This is an optimization exercise on Yosys and OpenROAD, whose aim is small area, not a production implementation. Where RTL was checked, it was by simulation tests only, not by an equivalence proof against the original. For runs 3 and 4, only the layout was checked, not whether the RTL still works. Power and IR drop assume default switching activity.

[flow/design.v]
module weave_check (
    input  wire         clk,
    input  wire         rst,
    input  wire         start,
    input  wire [511:0] prog,
    output wire         busy,
    output reg          done,
    output reg  [3:0]   result,
    output reg  [12:0]  unit,
    output reg          half_rate
);
    wire [7:0]  fmt       = prog[7:0];
    wire [3:0]  mode      = prog[11:8];
    wire        msb_first = prog[12];
    wire [2:0]  rsv_b1    = prog[15:13];
    wire [7:0]  esize     = prog[23:16];
    wire [7:0]  streams   = prog[31:24];
    wire [7:0]  nloops    = prog[39:32];
    wire [23:0] rsv_b5    = prog[63:40];
    wire [191:0] rsv_tail = prog[511:320];
    wire [31:0] count [0:3];
    wire [31:0] stride[0:3];
    genvar g;
    generate
        for (g = 0; g < 4; g = g + 1) begin : g_fields
            assign count[g]  = prog[64  + 64*g +: 32];
            assign stride[g] = prog[96  + 64*g +: 32];
        end
    endgenerate
    wire ok1 = (fmt == 8'h01) && (rsv_b1 == 3'd0) && (rsv_b5 == 24'd0) &&
               (rsv_tail == 192'd0);
    wire is_plane = (mode == 4'h2) || (mode == 4'h3);
    wire is_bswap = (mode == 4'h4);
    wire ok2 = (mode <= 4'h4) && (!msb_first || is_plane);
    wire esize_bytes = (esize >= 8'h01) && (esize <= 8'h40);
    wire esize_bits  = (esize == 8'h81) || (esize == 8'h82) || (esize == 8'h84);
    wire streams_ok  = (streams >= 8'd1) && (streams <= 8'd64);
    wire plane_ok = !is_plane || ((esize == 8'h81) && (streams >= 8'd2));
    wire bswap_ok = !is_bswap || ((esize >= 8'h02) && (esize <= 8'h40) &&
                                  (streams == 8'd1) && (nloops == 8'd1));
    wire ok3 = (esize_bytes || esize_bits) && streams_ok && plane_ok && bswap_ok;
    wire       nloops_ok = (nloops >= 8'd1) && (nloops <= 8'd4);
    wire [1:0] ll        = nloops[1:0] - 2'd1;      
    reg [3:0] cnt_ok;
    reg [3:0] hi_ok;
    integer l;
    always @(*) begin
        for (l = 0; l < 4; l = l + 1) begin
            if (l < ll)
                cnt_ok[l] = (count[l][31:13] == 19'd0) && (count[l][12:1] != 12'd0) &&
                            (!count[l][12] || (count[l][11:0] == 12'd0));
            else
                cnt_ok[l] = (count[l] == 32'd0);
            hi_ok[l] = (l == ll) || (stride[l][31:25] == 7'd0);
        end
    end
    wire ok4 = nloops_ok && (&cnt_ok) && (&hi_ok);
    wire [3:0] code0 = !ok1 ? 4'h1 : !ok2 ? 4'h2 : !ok3 ? 4'h3 : !ok4 ? 4'h4 : 4'h0;
    wire [31:0] s_last = stride[ll];
    wire [1:0]  tz     = s_last[0] ? 2'd0 : s_last[1] ? 2'd1 : s_last[2] ? 2'd2 : 2'd3;
    wire [1:0]  tlim   = !esize[7] ? 2'd0 : esize[2] ? 2'd1 : esize[1] ? 2'd2 : 2'd3;
    wire [1:0]  t0     = (tz < tlim) ? tz : tlim;
    reg  [4:0]  cyc;           
    reg  [24:0] sr [0:3];      
    reg  [6:0]  hi;            
    reg  [12:0] c  [0:2];      
    reg  [11:0] acc[0:2];      
    reg  [8:0]  e;             
    reg  [3:0]  z;             
    reg  [3:0]  o;             
    reg  [1:0]  lr;            
    reg         bsw;           
    reg  [6:0]  ep;            
    reg  [6:0]  sm;            
    reg  [1:0]  t;
    reg  [5:0]  acc_e, acc_s;  
    reg         ovf;
    assign busy = (cyc != 5'd0);
    wire accept = start && !busy && !rst;
    wire fin    = (cyc == 5'd31);
    function automatic [1:0] tgt(input integer a, input integer j);
        tgt = (j < a) ? j : j + 1;
    endfunction
    wire [3:0] last = 4'b0001 << lr;
    wire [3:0] act  = {lr == 2'd3, lr >= 2'd2, lr >= 2'd1, 1'b1};
    wire [3:0] ctd  = act & ~last;
    reg [12:0] sum [0:2];
    reg [3:0]  b0, b1;         
    integer a, j;
    always @(*) begin
        for (a = 0; a < 4; a = a + 1) begin
            b0[a] = sr[a][0];
            b1[a] = sr[a][1];
        end
        for (a = 0; a < 3; a = a + 1)
            sum[a] = {1'b0, acc[a]} + (b0[a] ? c[a] : 13'd0);
    end
    reg [8:0] e_n;
    reg [3:0] z_n, o_n;
    always @(*) begin
        for (a = 0; a < 3; a = a + 1)
            for (j = 0; j < 3; j = j + 1)
                e_n[3*a+j] = e[3*a+j] && (sum[a][0] == b0[tgt(a, j)]) &&
                             (!fin || ((sum[a][1] == b1[tgt(a, j)]) && (sum[a][12:2] == 11'd0)));
        for (a = 0; a < 4; a = a + 1) begin
            z_n[a] = z[a] && !b0[a] && !(fin && b1[a]);
            o_n[a] = o[a] && (b0[a] == (cyc == 5'd1)) && !(fin && b1[a]);
        end
    end
    wire       pin   = b0[lr];
    wire [6:0] sum_e = {1'b0, acc_e} + (pin ? ep : 7'd0);
    wire       we    = sum_e[0];
    wire [6:0] sum_s = {1'b0, acc_s} + (we ? sm : 7'd0);
    wire       w     = sum_s[0];
    wire       in_win = (cyc <= {3'd0, t} + 5'd13);
    wire       ovf_n = ovf || (w && !in_win) || (pin && cyc >= 5'd17) || (fin && (|b1));
    reg pred_ok, succ_ok, one_ok, zero_ok;
    reg [3:0] pr;
    always @(*) begin
        succ_ok = 1'b1;
        for (a = 0; a < 3; a = a + 1)
            if (ctd[a] && ((e_n[3*a] + e_n[3*a+1] + e_n[3*a+2]) != 2'd1))
                succ_ok = 1'b0;
        pr = 4'd0;
        for (a = 0; a < 4; a = a + 1)
            for (j = 0; j < 3; j = j + 1)
                if (j != a && ctd[j] && e_n[3*j + ((a < j) ? a : a - 1)])
                    pr[a] = 1'b1;
        pred_ok = ((act & ~o_n & ~pr) == 4'd0);
        one_ok  = (o_n[0] + o_n[1] + o_n[2] + o_n[3]) <= 3'd1;
        zero_ok = ((z_n & ctd) == 4'd0) && ((~z_n & ~act) == 4'd0);
    end
    wire loops_ok = succ_ok && pred_ok && one_ok && zero_ok;
    wire big      = ovf_n || (unit[12] && (unit[11:0] != 12'd0));
    wire [3:0] code_f = (result != 4'h0 && result != 4'h4) ? result :
                        (bsw && !o_n[0]) ? 4'h3 :
                        (result == 4'h4 || !loops_ok) ? 4'h4 :
                        big ? 4'h5 : 4'h0;
    wire ok_f = (code_f == 4'h0);
    always @(posedge clk) begin
        if (rst) begin
            cyc       <= 5'd0;
            done      <= 1'b0;
            result    <= 4'h0;
            unit      <= 13'd0;
            half_rate <= 1'b0;
        end else begin
            done <= fin;
            if (accept) begin
                cyc       <= 5'd1;
                result    <= code0;
                half_rate <= esize[7];
            end else if (busy) begin
                cyc <= fin ? 5'd0 : cyc + 5'd1;
                if (in_win)
                    unit <= {w, unit[12:1]};
                if (fin) begin
                    result    <= code_f;
                    half_rate <= half_rate && ok_f;
                    if (!ok_f)
                        unit <= 13'd0;
                end
            end
        end
    end
    integer q;
    always @(posedge clk) begin
        if (!busy) begin
            for (q = 0; q < 4; q = q + 1)
                sr[q] <= stride[q][24:0];
            hi  <= s_last[31:25];
            for (q = 0; q < 3; q = q + 1) begin
                c[q]   <= count[q][12:0];
                acc[q] <= 12'd0;
            end
            e     <= 9'h1ff;
            z     <= 4'hf;
            o     <= 4'hf;
            lr    <= ll;
            bsw   <= is_bswap;
            ep    <= esize[7] ? 7'd1 : esize[6:0];
            sm    <= streams[6:0];
            t     <= t0;
            acc_e <= 6'd0;
            acc_s <= 6'd0;
            ovf   <= 1'b0;
        end else begin
            for (q = 0; q < 4; q = q + 1)
                sr[q] <= {last[q] ? hi[0] : 1'b0, sr[q][24:1]};
            hi  <= {1'b0, hi[6:1]};
            for (q = 0; q < 3; q = q + 1)
                acc[q] <= sum[q][12:1];
            e     <= e_n;
            z     <= z_n;
            o     <= o_n;
            acc_e <= sum_e[6:1];
            acc_s <= sum_s[6:1];
            ovf   <= ovf_n;
        end
    end
endmodule
[flow/flow/run.sh]
#!/bin/bash
# Standard ORFS layout (the standard.sh, standard synthesis) with two
# changes: the port buffers are the smallest buffer, and the clock tree
# uses small clock buffers and no dummy loads.
set -euo pipefail
bash standard.sh \
  "BUFFER_PORTS_ARGS=-buffer_cell sky130_fd_sc_hd__buf_1" \
  "CTS_ARGS=-sink_clustering_enable -repair_clock_nets -buf_list sky130_fd_sc_hd__clkbuf_4 -dont_use_dummy_load" \
  finish > standard.log 2>&1
[flow/standard.sh]
#!/bin/bash
# synth_recipe.tcl (not shown) runs the flow's synth.tcl, then flattens the netlist and writes it again
# the make line also repeats each setting of config.mk as NAME=value (left out here)
make -C /OpenROAD-flow-scripts/flow DESIGN_CONFIG=/design/flow/config.mk WORK_HOME=/design/flow/orfs CLKGATE_MAP_FILE= SYNTH_SCRIPT=/design/flow/synth_recipe.tcl "${@:-finish}"
[flow/config.mk]
export PLATFORM = sky130hd
export DESIGN_NAME = weave_check
export DESIGN_NICKNAME = weave_check
export VERILOG_FILES = /design/flow/design.v
export SDC_FILE = /design/flow/constraint.sdc
export NUM_CORES = 4
export LEC_CHECK = 0
export CAP_MARGIN = 20
export CORE_MARGIN = 2
export CORE_UTILIZATION = 40
export SLEW_MARGIN = 20
[flow/constraint.sdc]
create_clock -name core_clock -period 40.0 [get_ports {clk}]
set_input_delay 8.0000 -clock core_clock [delete_from_list [all_inputs] [get_ports {clk}]]
set_output_delay 8.0000 -clock core_clock [all_outputs]
set_load 0.01 [all_outputs]
==> summary.txt, run 1 <==
Run status
  – Status: no timing/DRC/antenna violations

Setup path
  – Worst-path cell chain: buf_1 -> nor4_1 -> nand4_1 -> nor4_1 -> nand4_1 -> nor2_1 -> o31ai_1 -> nor2_1 -> nor3_1 -> o31a_1
  – Register-to-register setup slack: around 34 ns
  – CP max stage delay: 0.99 ns
  – CP Capture Type: flip-flop
  – Critical path data required time: 40.55 ns
  – Type of origin of the critical path: input pin
  – Critical path peak fanout: 2
  – Kind of critical path: input pin to flip-flop
  – WP data arrival: ~11 ns
  – Slowest cell on crit path: nor4_1

CTS
  – Post_cts resized: 0
  – H-tree levels: 3
  – Clk buf depth: 3
  – CTS root buf: clkbuf_4
  – Cts hold-fix bufs: 0
  – Worst-skew pair later-pin latency: 0.69 ns
  – Post-CTS setup repair buffer count: 0
  – CTS tree: built
  – # clock sinks: 255
  – Clock Pin Slew Worst Setup and Hold Paths: 0.06 ns
  – CTS buffer count: 71

Synthesis
  – Share of the synthesized area in the top cell type: 0.294
  – Main synth FF type: dfxtp_1
  – Ys async rst share: 0
  – YS warnings: 6
  – Mapped Nets: about 2100
  – Yosys cell types: a little over 80
  – Sequential cell area fraction in the yosys report: 0.423
  – Mapped Area: 13400 um2
  – Synthesized instance count: 1559
  – Flops & latches, synth: 255
  – Mean Syn Cell Area: 8.62 um2
  – Post-synth top area cell: dfxtp_1
  – Dominant cells by area after synthesis: dfxtp_1 (29%), edfxtp_1 (13%), nand2_1 (10%)
  – EDFF count, synth: 58

Cells and area
  – Sequential Area: 5690 um2
  – Final Non-Filler Cells: 2571
  – Fillers: 3448
  – Area of the multi-input gates: 7330 um2
  – Fin util: 0.493
  – # nets final: around 2700
  – Commonest non-fill, non-tap cell in the layout: buf_1
  – Most frequent cells in the layout: buf_1 (534), nand2_1 (365), dfxtp_1 (197)
  – Share of cells above drive strength 1: 0.0536
  – Area grow syn2layout: 22.1%

Place
  – Pre-CTS setup slack: around 29 ns
  – GPL Wtd Cong: 0.983
  – Post-Place Cells: 2485
  – Dpl hpwl: 43400 um
  – Input/output buffers: 534

STA
  – Setup Skew: 0.0662 ns
  – Pins Over Slew Limit: 0
  – Worst Tran Pin Value: roughly 1.1 ns
  – Fin Hold WS: around 0.38 ns
  – Hold violation count in the final report: 0
  – Unrepaired setup endpoints after global routing: no
  – Peak Freq: 0.0973 GHz
  – Number of setup violations in the final report: 0
  – Final Cycle Share: 0.257
  – TNS Setup: 0 ns
  – Normalized max-slew margin: 0.257
  – PnR worst setup slack: 29.72 ns
  – Fin crit period: 10.28 ns

Global routing
  – First-pass GRT wire length: 78200 um
  – Total gr overflow: 0
  – Largest net degree at the start of global routing: between 100 and 150
  – GR peak layer: met2
  – Vias in the first global route: 13100
  – Met3 Use GR: 0.0672
  – Initial antenna violation count: 14
  – Met1 Use GR: 0.410
  – All-Layer GR Usage: 0.295
  – GR met2 Demand/Resource: 0.462

Hold path
  – Min-Delay Path Class: flip-flop to flip-flop

Floorplan
  – Die Ht: 187 um
  – Cell Rows: 67
  – Initial Util: 0.404
  – Die footprint: approximately 35000 um2
  – Io pins: 535
  – Core footprint: 33300 um2
  – Die width: 187 um

Route
  – Initial DRT Pass Iterations: 6
  – Final wirelength: 53200 um
  – Wire per inst: 20.7 um
  – Total number of vias: approximately 14000
  – Antenna-violating nets left: 0
  – Via/cell ratio: 5.33
  – Iter 0 DRT Violations: ~1000
  – # DRC: 0

Pwr
  – Peak supply drop: 0.0250 mV
  – Lkg Pwr: between 6 and 7 nW
  – Power Density: 60.5 nW/um2

Job
  – Total of max-cap violations: 0
==> layer usage <==
| metal | part of all wire | up-vias |
|---|---|---|
| met4 | 0.017 | 8 |
| met1 | 0.45 | 6467 |
| met3 | 0.086 | 68 |
| li1 | - | 6663 |
| met2 | 0.45 | 494 |
| met5 | 0.00092 | - |
==> state kept, by name, summed over array words and instances, names as in the netlist, 7 cells and up <==
register,cells
c,39
acc,36
e,9
unit,13
sr,100
ep,7
sm,7
hi,7
==> Yosys cell counts (7+ instances only) <==
library cell,number
nand2_1,366
dfxtp_1,197
nor4_1,103
nor2_1,92
ha_1,68
a21oi_1,60
edfxtp_1,58
and2_1,57
clkbuf_1,56
inv_1,44
o21ai_0,34
nor3_1,32
xnor2_1,29
nand3_1,26
nand4_1,26
a21o_1,24
nand2b_1,24
xor2_1,23
nor2b_1,22
or3_1,19
mux2i_1,18
and3_1,14
a222oi_1,10
o22ai_1,10
o22ai_2,10
a211oi_1,9
nand3b_1,9
o21a_1,8
fa_1,7
o211ai_1,7
or4_1,7
==> kinds of logic (layout without fill, tap and decap cells) <==
group                      after synthesis  in the layout  share of synthesized area
and+or+nand+nor                        823            823                      0.300
DFF                                    255            255                      0.423
AOI/OAI and AO/OA                      226            226                      0.122
buffers and inverters                  108            658                     0.0315
adders and majority gates               75             75                     0.0738
xor gates and xnor gates                52             52                     0.0339
muxes                                   20             20                     0.0159
other                                    0             14                          0
==> per-stage QoR <==
stage | total power (W) | area (um2)
2_1_floorplan | 0.000699 | 13400
3_3_place_gp | 0.000804 | 15800
3_5_place_dp | 0.000813 | 15800
4_1_cts | 0.000998 | 16300
5_1_grt | 0.00107 | 16400
6_report | 0.000993 | 16400
==> power by group <==
group | switching (W) | internal [W] | leakage, nW
clock network | 0.0000988 | 0.0000806 | 0.327
logic | 0.000264 | 0.000172 | 4.11
registers | 0.0000310 | 0.000347 | 2.22
total | 0.000394 | 0.000599 | 6.66
==> critical path, delay by kind of cell <==
kind | cells | cell delay (ns)
AO/OA/AOI/OAI | 2 | 0.23
AND/OR/NAND/NOR | 7 | 2.47
buffers and inverters | 1 | 0.13
==> final timing paths <==
kind	from	end	cells after the start
max reg2reg	sr[2][0]	result[2]	23
min	sr[2][24]	sr[2][23]	2
max	prog[39]	result[2]	10
min reg2reg	sr[2][24]	sr[2][23]	2
==> cell type report <==
type | instances | share of cell area
diodes | 14 | 0.00213
well taps | 448 | 0.0342
inverters | 44 | 0.0104
multi-input cells | 1196 | 0.447
flip-flops and latches | 255 | 0.346
repair buffers | 543 | 0.127
clock buffers | 71 | 0.0325
==> run 2: changes to the inputs <==
==> flow/run.sh (new file) <==
#!/bin/bash
# synth_recipe.tcl (not shown) runs the flow's synth.tcl, then flattens the netlist and writes it again
# the make line also repeats each setting of config.mk as NAME=value (left out here)
make -C /OpenROAD-flow-scripts/flow DESIGN_CONFIG=/design/flow/config.mk WORK_HOME=/design/flow/orfs CLKGATE_MAP_FILE= SYNTH_SCRIPT=/design/flow/synth_recipe.tcl finish
removed: flow/flow/run.sh
removed: flow/standard.sh
==> run 2 against run 1 <==
Against the previous run:
- still clean on timing, DRC and antenna
- clock skew down 0.058 ns
- die area is the same
- worst setup slack lost 0.33 ns
- global-route usage grew 0.34 points
- count of clock-buffer cells in the layout decreased by 28
- non-clock buffer count down 3
- via count shrank 0.60%
- clock power grew 46%
- first-iteration DRC count down 6.5%
- area after synthesis did not move
- combinational power grew 6.4%
- wire length up 2.2%
==> summary.txt, run 2 <==
Synthesis
  – Ys async rst share: 0
  – Synthesized instance count: 1559
  – Flops & latches, synth: 255
  – Mapped Nets: 2149
  – Sequential cell area fraction in the yosys report: 0.423
  – Mean Syn Cell Area: ~8.6 um2
  – Mapped Area: 13400 um2
  – Main synth FF type: dfxtp_1
  – Commonest cells post-synth: nand2_1 (366), dfxtp_1 (197), nor4_1 (103)
  – Post-synth top area cell: dfxtp_1
  – EDFF count, synth: 58
  – Dominant cells by area after synthesis: dfxtp_1 (29%), edfxtp_1 (13%), nand2_1 (10%)
  – Yosys cell types: 81
  – YS warnings: 6
  – Share of the synthesized area in the top cell type: 0.294
  – Cell with the most instances after synthesis: nand2_1

Global routing
  – Initial antenna violation count: 8
  – First-pass GRT wire length: 79800 um
  – Vias in the first global route: 12900
  – Total gr overflow: 0
  – Largest net degree at the start of global routing: 84
  – All-Layer GR Usage: 0.299

STA
  – Number of setup violations in the final report: 0
  – Peak Freq: around 0.094 GHz
  – Normalized max-slew margin: 0.352
  – Pins Over Slew Limit: 0
  – Unrepaired setup endpoints after global routing: no
  – TNS Setup: 0 ns
  – Final Cycle Share: 0.265
  – Worst Tran Pin Value: 0.964 ns
  – Fin crit period: 10.61 ns
  – Setup Skew: around 0.0085 ns
  – Hold violation count in the final report: 0
  – PnR worst setup slack: 29.39 ns

Cells and area
  – Max reg flops: 100
  – Final Non-Filler Cells: 2541
  – Fillers: 2971
  – Most frequent cells in the layout: clkdlybuf4s50_1 (534), nand2_1 (365), dfxtp_1 (197)
  – Area grow syn2layout: 49.6%
  – Sequential Area: 5690 um2
  – Biggest regs: sr (100), c (39), acc (36)
  – # nets final: roughly 2700
  – Largest Register: sr
  – Fin util: 0.604
  – Share of cells above drive strength 1: 0.0398
  – Area of the multi-input gates: 7330 um2
  – Commonest non-fill, non-tap cell in the layout: clkdlybuf4s50_1

Place
  – Post-Place Cells: 2483
  – Pre-CTS setup slack: 28.76 ns
  – GPL Wtd Cong: ~0.96
  – Dpl hpwl: about 44000 um
  – Input/output buffers: 534

CTS
  – # clock sinks: 255
  – H-tree levels: 1
  – Post-CTS setup repair buffer count: 0
  – CTS tree: built
  – CTS buffer count: 29
  – Worst-skew pair later-pin latency: 0.55 ns
  – CTS root buf: clkbuf_16
  – Clk buf depth: 3
  – Clock Pin Slew Worst Setup and Hold Paths: roughly 0.06 ns
  – Post_cts resized: 0
  – Cts hold-fix bufs: 0

Setup path
  – Type of origin of the critical path: flip-flop
  – Critical path data required time: 32.00 ns
  – Critical path peak fanout: 63
  – CP Capture Type: output pin
  – Kind of critical path: flip-flop to output pin
  – WP data arrival: 2.61 ns

Job
  – Total of max-cap violations: 0

Route
  – Wire per inst: between 20 and 25 um
  – # DRC: 0
  – Via/cell ratio: ~5.4
  – Iter 0 DRT Violations: ~970
  – Final wirelength: 54300 um
  – Antenna-violating nets left: 0
  – Initial DRT Pass Iterations: 7
  – Total number of vias: 13600

Run status
  – Status: no timing/DRC/antenna violations

Floorplan
  – Cell Rows: 67
  – Initial Util: 0.404
  – Die Ht: between 150 and 200 um
  – Die footprint: between 30000 and 40000 um2
  – Die width: 187 um
  – Core footprint: 33300 um2
  – Io pins: 535

Pwr
  – Power Density: 55.1 nW/um2
  – Lkg Pwr: 8.22 nW
  – Peak supply drop: 0.0403 mV

Hold path
  – Min-Delay Path Class: flip-flop to flip-flop
[run 2: cell count changes in the layout (fill, tap and decap cells not counted), moves of 8 or more]
cell | previous run | this run
clkbuf_1 | 0 | 8
buf_1 | 534 | 0
clkbuf_4 | 71 | 0
diode_2 | 14 | 6
clkbuf_16 | 0 | 31
clkdlybuf4s50_1 | 0 | 534
[run 2: area by class of cell]
class | count | share of cell area
inverter | 44 | 0.00847
tap | 448 | 0.0279
clock buffer | 43 | 0.0428
multi-input combinational | 1196 | 0.365
clock inverter | 9 | 0.00380
sequential | 255 | 0.283
antenna | 6 | 0.000747
timing repair buffer | 540 | 0.268
[run 2: layer usage]
layer,part of all wire,global-route usage
met1,0.45,0.425
met2,0.46,0.479
met3,0.071,0.0495
met4,0.020,0.0592
met5,0.00042,0
[run 2: path summary, 6_finish.rpt]
path              startpoint        end  slack (ns)  cells past startpoint
setup / recovery      cyc[0]       busy       29.39                      4
hold / removal     sr[2][14]  sr[2][13]        0.42                      2
setup reg to reg    sr[2][0]  result[2]       33.55                     22
hold reg to reg    sr[2][14]  sr[2][13]        0.42                      2
[run 2: kinds of logic (layout without fill, tap and decap cells)]
logic type	Yosys count	in the layout	share of synthesized area
adder cells (fa/ha/maj)	75	75	0.0738
buffers and inverters	108	636	0.0315
other	0	6	0
multiplexers	20	20	0.0159
XOR/XNOR	52	52	0.0339
flip-flops	255	255	0.423
AO/OA/AOI/OAI	226	226	0.122
AND/OR/NAND/NOR	823	823	0.300
[run 2: through the flow]
step                      hold WS, ns  instance area (um2)  power (W)
final                           0.420                20100    0.00111
after global routing            0.437                20100    0.00118
after CTS                       0.420                20100    0.00111
after detailed placement        0.406                19100   0.000845
after global placement          0.403                19100   0.000835
after floorplan                 0.399                13400   0.000699
[run 2: critical path, cell delays in order (launching register included)]
cell             delay [ns]
dfxtp_1                0.44
inv_1                  0.12
ha_1                   0.24
nand2_4                0.54
clkdlybuf4s50_1        0.71
[run 2: power by group]
group	switching (W)	internal (W)	leakage [nW]
clock network	0.000106	0.000155	0.459
logic	0.000261	0.000203	5.53
registers	0.0000360	0.000347	2.22
==> run 3: changes to the inputs <==
--- a/flow/design.v
+++ b/flow/design.v
@@ -87,13 +87,21 @@
     reg [12:0] sum [0:2];
     reg [3:0]  b0, b1;         
     integer a, j;
+    reg cy, ad, ac;
     always @(*) begin
         for (a = 0; a < 4; a = a + 1) begin
             b0[a] = sr[a][0];
             b1[a] = sr[a][1];
         end
-        for (a = 0; a < 3; a = a + 1)
-            sum[a] = {1'b0, acc[a]} + (b0[a] ? c[a] : 13'd0);
+        for (a = 0; a < 3; a = a + 1) begin
+            cy = 1'b0;
+            for (j = 0; j < 13; j = j + 1) begin
+                ad = b0[a] & c[a][j];
+                ac = (j < 12) ? acc[a][j] : 1'b0;
+                sum[a][j] = ac ^ ad ^ cy;
+                cy = (ac & ad) | (ac & cy) | (ad & cy);
+            end
+        end
     end
     reg [8:0] e_n;
     reg [3:0] z_n, o_n;
==> flow/flow/run.sh (new file) <==
#!/bin/bash
# Standard ORFS layout (the standard.sh, standard synthesis) with two
# changes: the port buffers are the smallest buffer, and the clock tree
# uses small clock buffers in larger sink clusters and no dummy loads.
set -euo pipefail
bash standard.sh \
  "BUFFER_PORTS_ARGS=-buffer_cell sky130_fd_sc_hd__buf_1" \
  "CTS_ARGS=-sink_clustering_enable -repair_clock_nets -buf_list sky130_fd_sc_hd__clkbuf_4 -dont_use_dummy_load -sink_clustering_size 8 -sink_clustering_max_diameter 50" \
  finish > standard.log 2>&1
==> flow/standard.sh (new file) <==
#!/bin/bash
# synth_recipe.tcl (not shown) runs the flow's synth.tcl, then flattens the netlist and writes it again
# the make line also repeats each setting of config.mk as NAME=value (left out here)
make -C /OpenROAD-flow-scripts/flow DESIGN_CONFIG=/design/flow/config.mk WORK_HOME=/design/flow/orfs CLKGATE_MAP_FILE= SYNTH_SCRIPT=/design/flow/synth_recipe.tcl "${@:-finish}"
--- a/flow/config.mk
+++ b/flow/config.mk
@@ -7,5 +7,5 @@
 export LEC_CHECK = 0
 export CAP_MARGIN = 20
 export CORE_MARGIN = 2
-export CORE_UTILIZATION = 40
+export CORE_UTILIZATION = 65
 export SLEW_MARGIN = 20
removed: flow/run.sh
==> run 3 against run 2 <==
Against the previous run:
- the run now fails in 3_2_place_iop
- area after synthesis shrank 10%
- synthesized cell count shrank 15%
==> summary.txt, run 3 <==
Run status
  – Status: aborted with a tool error
  – Stopped at: 3_2_place_iop
  – Stop err: [ERROR PPL-0024] Number of IO pins (535) exceeds maximum number of available positions (500). Increase the die perimeter from 561.22um to 727.60um.

Synthesis
  – Mapped Area: 12100 um2
  – Mean Syn Cell Area: just over 9 um2
  – Post-synth top area cell: dfxtp_1
  – Sequential cell area fraction in the yosys report: 0.471
  – Share of the synthesized area in the top cell type: 0.327
  – Mapped Nets: 1906
  – Dominant cells by area after synthesis: dfxtp_1 (33%), edfxtp_1 (14%), nand2_1 (11%)
  – Yosys cell types: 64
  – Commonest cells post-synth: nand2_1 (357), dfxtp_1 (197), nor4_1 (104)
  – Main synth FF type: dfxtp_1
  – YS warnings: 6
  – EDFF count, synth: 58
  – Synthesized instance count: 1319
  – Cell with the most instances after synthesis: nand2_1
  – Flops & latches, synth: 255
  – Ys async rst share: 0

Floorplan
  – Initial Util: 0.668
  – Die Ht: 140 um
  – Cell Rows: 49
  – Die width: 140 um
## run 3: changes by cell type after synthesis, sizes merged, moves of 17 or more
| cell | delta |
|---|---|
| ha | -33 |
| nand2b | -18 |
| nor2b | +23 |
| nor2 | -43 |
| or3 | -17 |
| fa | +30 |
## run 3: cells by family after synthesis
kind of cell / count (synthesis) / synth area share
AND/OR/NAND/NOR: 722 / 0.296
flip-flops: 255 / 0.471
AO/OA/AOI/OAI: 138 / 0.0757
buffers and inverters: 93 / 0.0304
adder cells (fa/ha/maj): 73 / 0.0984
XOR/XNOR: 34 / 0.0247
multiplexers: 4 / 0.00435
==> run 4: changes to the inputs <==
--- a/flow/config.mk
+++ b/flow/config.mk
@@ -7,5 +7,5 @@
 export LEC_CHECK = 0
 export CAP_MARGIN = 20
 export CORE_MARGIN = 2
-export CORE_UTILIZATION = 65
+export CORE_UTILIZATION = 40
 export SLEW_MARGIN = 20
==> run 4 against run 3 <==
Against the previous run:
- the run now finishes clean
- area after synthesis did not move
- synthesized cell count did not move
==> summary.txt, run 4 <==
Run status
  – Status: no timing/DRC/antenna violations

Floorplan
  – Core footprint: 29700 um2
  – Die Ht: between 150 and 200 um
  – Die footprint: 31600 um2
  – Io pins: 535
  – Die width: 178 um
  – Initial Util: 0.406
  – Cell Rows: 63

Cells and area
  – Commonest non-fill, non-tap cell in the layout: buf_1
  – Biggest regs: sr (100), c (39), acc (36)
  – Area grow syn2layout: 22.7%
  – Share of cells above drive strength 1: 0.0501
  – Largest Register: sr
  – Max reg flops: 100
  – Fin util: 0.499
  – # nets final: about 2400
  – Most frequent cells in the layout: buf_1 (534), nand2_1 (356), dfxtp_1 (197)
  – Post-layout instance area: 14800 um2

STA
  – Worst Tran Pin Value: ~1.1 ns
  – Number of setup violations in the final report: 0
  – Pins Over Slew Limit: 0
  – Hold violation count in the final report: 0
  – Peak Freq: around 0.099 GHz
  – Fin crit period: around 10 ns
  – Normalized max-slew margin: 0.271
  – Setup Skew: 0.0623 ns
  – Unrepaired setup endpoints after global routing: no
  – Final Cycle Share: 0.253
  – Fin Hold WS: 0.406 ns
  – TNS Setup: 0 ns

Route
  – Antenna-violating nets left: 0
  – Initial DRT Pass Iterations: 5
  – Wire per inst: 20.9 um
  – Final wirelength: 47000 um
  – Via/cell ratio: 5.22
  – Total number of vias: 11800
  – # DRC: 0
  – Iter 0 DRT Violations: 756

Synthesis
  – Yosys cell types: 64
  – Sequential cell area fraction in the yosys report: 0.471
  – Mapped Nets: 1906
  – Share of the synthesized area in the top cell type: 0.327
  – Dominant cells by area after synthesis: dfxtp_1 (33%), edfxtp_1 (14%), nand2_1 (11%)
  – Mapped Area: 12100 um2
  – Synthesized instance count: about 1300
  – Ys async rst share: 0
  – YS warnings: 6
  – Mean Syn Cell Area: 9.16 um2
  – EDFF count, synth: 58
  – Flops & latches, synth: between 200 and 300
  – Cell with the most instances after synthesis: nand2_1
  – Main synth FF type: dfxtp_1
  – Post-synth top area cell: dfxtp_1
  – Commonest cells post-synth: nand2_1 (357), dfxtp_1 (197), nor4_1 (104)

Place
  – GPL Wtd Cong: 1.02
  – Input/output buffers: 534
  – Area after DPL: 14500 um2
  – Dpl hpwl: between 30000 and 40000 um

Pwr
  – Power Density: 57.2 nW/um2
  – Lkg Pwr: 5.81 nW
  – Peak supply drop: 0.0328 mV

CTS
  – # clock sinks: between 200 and 300
  – H-tree levels: 2
  – Post_cts resized: 0
  – CTS buffer count: 39
  – CTS tree: built
  – Post-CTS setup repair buffer count: 0
  – Clk buf depth: 3
  – Clock Pin Slew Worst Setup and Hold Paths: 0.09 ns
  – CTS root buf: clkbuf_4
  – Cts hold-fix bufs: 0
  – Worst-skew pair later-pin latency: 0.66 ns

Setup path
  – CP max stage delay: 0.74 ns
  – Worst-path cell chain: buf_1 -> nor4_1 -> buf_4 -> nand4_1 -> nor4_1 -> nand3_1 -> nor3_1 -> a21boi_0 -> nor3_1
  – WP data arrival: 10.67 ns
  – Critical path data required time: approximately 40 ns
  – Kind of critical path: input pin to flip-flop
  – Slowest cell on crit path: nor4_1
  – Type of origin of the critical path: input pin
  – Reg2reg start: sr[2][0]
  – Setup crit start: prog[458]
  – Critical path peak fanout: 2
  – CP Capture Type: flip-flop

Hold path
  – Hold path startpoint: hi[4]
  – Min-Delay Path Class: flip-flop to flip-flop

Global routing
  – Initial antenna violation count: 12
  – Total gr overflow: 0
  – First-pass GRT wire length: ~68000 um
  – Vias in the first global route: 11200
  – All-Layer GR Usage: 0.293
  – Largest net degree at the start of global routing: about 100

Job
  – Total of max-cap violations: 0
==> run 4: cell counts after synthesis <==
No cell type changed its count.
==> run 4: critical path, delay by kind of cell <==
family / cells / cell delay [ns]
simple gates: 6 / 2.19
buf+inv: 2 / 0.35
compound gates: 1 / 0.12
==> run 4: cell type report <==
type | instances | area [um2]
repair buffers | 552 | 2140
diodes | 7 | 17.5
inverters | 38 | 148
clock buffers | 39 | 293
well taps | 390 | 488
multi-input cells | 971 | 6050
flip-flops and latches | 255 | 5690
fillers | 2982 | 14900
==> run 4: where the power goes <==
part	switching, W	leakage (nW)	internal, W
sequential	0.0000314	2.22	0.000345
clock	0.0000851	0.179	0.0000450
combinational	0.000205	3.40	0.000135
total	0.000322	5.81	0.000525
==> run 4: worst paths after layout <==
kind / end / slack (ns) / cells past startpoint
max: result[2] / 29.87 / 9
min: hi[3] / 0.41 / 2
min reg2reg: hi[3] / 0.41 / 2
max reg2reg: unit[1] / 31.84 / 26
==> run 4: cells by family (layout without fill, tap and decap cells) <==
group | Yosys count | in the layout | share of synthesized area
simple gates | 722 | 722 | 0.296
flops | 255 | 255 | 0.471
compound gates | 138 | 138 | 0.0757
buf+inv | 93 | 629 | 0.0304
fa+ha+maj | 73 | 73 | 0.0984
xor+xnor | 34 | 34 | 0.0247
mux | 4 | 4 | 0.00435
other cells | 0 | 7 | 0
==> run 4: stage by stage <==
stage | worst slack, ns | cells | power, W
after global routing | 29.77 | 2251 | 0.000916
after detailed placement | 29.14 | 2206 | 0.000719
after floorplan | 30.29 | 1319 | 0.000620
after CTS | 29.81 | 2245 | 0.000853
after global placement | 28.94 | 2205 | 0.000712
final | 29.87 | 2252 | 0.000847
==> run 4: layer usage <==
metal,up-vias,GRT usage,wire length [um]
met4,6,0.129,1950
met1,5525,0.382,19500
met5,-,0,32
met2,478,0.464,21700
li1,5663,-,-
met3,87,0.0683,3810

port drivers added, routing unchanged:
The flow's constraints put no driver on any port. The routed layouts listed below were extracted and timed again, unchanged, in two steps.
Step 1, drivers: a clkbuf_16 drives clk and a buf_2 each remaining input, both assumed.
Step 2 also shifts input and output timing later by t, the mid clock arrival at the registers, as if the neighbouring blocks saw the same clock.
Three values: ideal ports, drivers, drivers and shift; two values: the first two.
| run | t (ns) | slack for setup (ns) | hold WS [ns] | worst slew at a driven data input, ns | cell pins on the clock port's net |
|---|---|---|---|---|---|
| run 1 | 0.710 | 29.717 / 29.744 / 29.035 | 0.376 / 0.376 / 0.376 | 0.18 | 1 |
| run 2 | 0.597 | 29.390 / 29.336 / 28.854 | 0.420 / 0.420 / 0.420 | 0.20 | 1 |
| run 4 | 0.678 | 29.871 / 29.883 / 29.220 | 0.406 / 0.406 / 0.406 | 0.18 | 1 |
After both steps every run listed still meets setup and hold. The setup slack of run 1, which loses most, moves by +0.027 ns with the drivers and by -0.682 ns with both steps.
